This is an optimization exercise on Yosys and OpenROAD, whose aim is small area, a short achievable clock period and few clock cycles, not a production implementation. Only simulation tests tie the RTL to the original design; equivalence was not proved. Power figures rest on the tool's default switching activity, not on a simulated workload.

## run A
// fpdivsqrt
module fpdivsqrt (
    input  wire        clk,
    input  wire        rst_n,
    input  wire        in_valid,
    output wire        in_ready,
    input  wire        in_op,
    input  wire [1:0]  in_rnd,
    input  wire        in_ftz,
    input  wire        in_canon,
    input  wire [31:0] in_a,
    input  wire [31:0] in_b,
    output reg         out_valid,
    output reg  [31:0] out_result,
    output reg  [5:0]  out_flags
);
For scale: roughly 8300 cells after synthesis, roughly 2100 flip-flops, about 110 I/O pins, about 84000 µm² of cells after synthesis.
==> flow/config.mk <==
export PLATFORM = sky130hd
export DESIGN_NAME = fpdivsqrt
export DESIGN_NICKNAME = fpdivsqrt
export VERILOG_FILES = /design/flow/design.v
export SDC_FILE = /design/flow/constraint.sdc
export NUM_CORES = 4
export LEC_CHECK = 0
export CAP_MARGIN = 50
export CORE_MARGIN = 2
export CORE_UTILIZATION = 40
export CTS_CLUSTER_DIAMETER = 100
export CTS_CLUSTER_SIZE = 30
export SLEW_MARGIN = 70
export TNS_END_PERCENT = 100
==> flow/constraint.sdc <==
create_clock -name core_clock -period 10.0 [get_ports {clk}]
set_input_delay 2.0000 -clock core_clock [delete_from_list [all_inputs] [get_ports {clk}]]
set_output_delay 2.0000 -clock core_clock [all_outputs]
set_load 0.01 [all_outputs]
standard.sh (not shown) runs the stock make flow with config.mk's settings and CLKGATE_MAP_FILE= SYNTH_SCRIPT=/design/flow/synth_recipe.tcl, a recipe that flattens the netlist after the stock synthesis.
==> flow/flow/run.sh <==
#!/bin/bash
set -euo pipefail
bash standard.sh SETUP_SLACK_MARGIN=6.6 "BUFFER_PORTS_ARGS=-buffer_cell sky130_fd_sc_hd__buf_4" > standard.log 2>&1
Run A | status: complete | timing, DRC, antenna: pass
Testbench counts of run A, summed over its fixed seeds: cycles 5,024.
Changes in run B relative to run A:
Settings: CAP_MARGIN: 50 -> 20; SLEW_MARGIN: 70 -> 20.
==> results.txt <==
Run B ended with more total length of routed wires than run A.
Comparing the two runs side by side, run B comes out behind run A on final critical delay including setup and external delays.
Fraction of area in non-clock buffers: run B vs run A down 0.38 points
Diff run A -> run B: vias per cell now sits higher; post-route fraction of the period consumed by the critical path now sits higher; first-pass GRT wire length now sits higher.
Run B vs run A, final design instance area without fill went down by 770 µm².
Clock power (run B vs. run A) decreases slightly
Run B vs. run A: non-clock buffer count shrank by about 10%; die area held steady.
--- input diff run B..run C ---
Settings: swapping 40 for 55 in CORE_UTILIZATION; swapping 20 for 70 in SLEW_MARGIN; swapping 20 for 50 in CAP_MARGIN.
### Flow results
- The via count reported for run C is smaller than that of run B by 1.2%.
- Run C vs run B, maximum ir drop on the vdd rail went down by 0.64%.
- Run C vs. run B: clock network fraction of design power decreased 0.8 points; count of clock-buffer cells in the layout decreased by about 9% relative to the old numbers; number of placed instances with taps included down 751.

Another version of the RTL of fpdivsqrt (not shown whole).
Size: roughly 110 I/O pins, roughly 84000 um2 of cells after synthesis.
clock: 10.0 ns
lec_check: 0
cap_margin: 50
core_margin: 2
core_utilization: 40
cts_cluster_diameter: 100
cts_cluster_size: 30
slew_margin: 70
tns_end_percent: 100
==> flow/flow/run.sh <==
#!/bin/bash
set -euo pipefail
bash standard.sh SETUP_SLACK_MARGIN=6.8 > standard.log 2>&1
The first run finished clean.
Testbench counts at the start, summed over its fixed seeds: cycles 5,024.
Edit:
==> flow/flow/run.sh (replaced) <==
#!/bin/bash
set -euo pipefail
bash standard.sh SETUP_SLACK_MARGIN=6.5 > standard.log 2>&1
Worst setup slack gets worse by 170 ps.
Final area fell by about 2.8%.
Utilization falls by 1.3 points.
Worst hold slack improves by 4.1 ps.
Power falls by about 5%.
Via count falls by about 1.8%.
Non-clock buffer count goes down by 128.
Area after synthesis does not change.
Global-route usage goes down by 0.48 points.

fpdivsqrt, a different RTL version from the one above (not shown whole).
For scale: ~8900 cells after synthesis, about 89000 sq um of cells after synthesis.
==> flow/config.mk <==
export PLATFORM = sky130hd
export DESIGN_NAME = fpdivsqrt
export DESIGN_NICKNAME = fpdivsqrt
export VERILOG_FILES = /design/flow/design.v
export SDC_FILE = /design/flow/constraint.sdc
export NUM_CORES = 4
export LEC_CHECK = 0
export CAP_MARGIN = 50
export CORE_MARGIN = 2
export CORE_UTILIZATION = 40
export SETUP_SLACK_MARGIN = 5
export SLEW_MARGIN = 70
export TNS_END_PERCENT = 100
==> flow/constraint.sdc <==
create_clock -name core_clock -period 10.0 [get_ports {clk}]
set_input_delay 2.0000 -clock core_clock [delete_from_list [all_inputs] [get_ports {clk}]]
set_output_delay 2.0000 -clock core_clock [all_outputs]
set_load 0.01 [all_outputs]
run.sh (not shown) runs the stock make flow with config.mk's settings and CLKGATE_MAP_FILE= SYNTH_SCRIPT=/design/flow/synth_recipe.tcl, a recipe that flattens the netlist after the stock synthesis.
Stock flow here: none of the scripts above is used.
Testbench counts at the start, summed over its fixed seeds: cycles 5,040.
Then changed:
- CAP_MARGIN: 50 -> 20
- CORE_UTILIZATION: 40 -> 65
- SETUP_SLACK_MARGIN: 5 -> default
- SLEW_MARGIN: 70 -> 20
- TNS_END_PERCENT: 100 -> default
The changed run completed without violations.
Clock power goes down by a few percent.
Area after synthesis stays the same.
Setup slack is worse by 0.86 ns.
Sequential power is about the same.
Fmax drops by about a fifth.
Then changed:
- CORE_UTILIZATION: 65 -> 40
Effect: The new run ran to the end with no violations; register-to-register slack gains 0.47 ns; sequential power stays flat; power barely changes; worst setup slack improved by 0.47 ns; area after synthesis stays the same; via count drops by 0.98%; routed wire length climbs by about 2.3%; final cell count grows by about 11%; clock skew came out higher by 0.053 ns; final area goes up by 1.7%; non-clock buffer count rises by 1.
Then changed:
==> flow/flow/run.sh (new file) <==
#!/bin/bash
set -euo pipefail
bash standard.sh SETUP_SLACK_MARGIN=6.5 > standard.log 2>&1
==> flow/standard.sh (new file) <==
#!/bin/bash
# synth_recipe.tcl (not shown) runs the flow's synth.tcl, then flattens the netlist and writes it again
# the make line also repeats each setting of config.mk as NAME=value (left out here)
make -C /OpenROAD-flow-scripts/flow DESIGN_CONFIG=/design/flow/config.mk WORK_HOME=/design/flow/orfs CLKGATE_MAP_FILE= SYNTH_SCRIPT=/design/flow/synth_recipe.tcl "${@:-finish}"
- CAP_MARGIN: 20 -> 50
- SLEW_MARGIN: 20 -> 70
- TNS_END_PERCENT: default -> 100
removed: flow/run.sh
Outcome:
- sequential cell count stays the same
- core utilization increases by 1.1 points
- total power increases by a few percent
- clock power increases by a few percent

what the ideal ports hide:
How much do the figures lean on ideal ports? The routed layouts below were timed once more, with nothing changed but the port constraints.
Step 1 assumes that a clkbuf_16 drives the clock port and a buf_2 every other input.
Step 2 adds t to the input delays and takes it off the output delays; t is the mean of the earliest and latest rising clock arrival at the registers after step 1. Input paths then give back, and output paths get back, about the clock's delay inside the block.
Three values: ideal, step 1, step 2; two values: the first two.
| run | t (ns) | slack for setup (ns) | hold WS [ns] | cell pins on the clock port's net |
|---|---|---|---|---|
| run A | 0.820 | 6.619 / 6.649 / 5.845 | 0.296 / 0.296 / 0.296 | 1 |
| run B | 0.847 | 6.576 / 6.576 / 5.906 | 0.322 / 0.322 / 0.322 | 1 |
| run C | 0.821 | 6.560 / 6.560 / 5.911 | 0.325 / 0.325 / 0.325 | 1 |
| the first run of note 2 | 0.839 | 6.560 / 6.622 / 5.782 | 0.311 / 0.311 / 0.311 | 1 |
| the second run of note 2 | 0.849 | 6.392 / 6.448 / 5.605 | 0.316 / 0.316 / 0.316 | 1 |
| the first run of note 3 | 0.944 | 6.152 / 6.152 / 6.152 | 0.236 / 0.236 / 0.236 | 1 |
| the second run of note 3 | 0.880 | 5.297 / 5.297 / 5.297 | 0.299 / 0.299 / 0.299 | 1 |
| the third run of note 3 | 0.923 | 5.767 / 5.767 / 5.767 | 0.239 / 0.239 / 0.239 | 1 |
| the fourth run of note 3 | 0.944 | 6.578 / 6.494 / 6.600 | 0.238 / 0.238 / 0.238 | 1 |
After both steps every run listed still meets setup and hold. The setup slack of the second run of note 2, which loses most, moves by +0.056 ns with the drivers and by -0.787 ns with both steps.
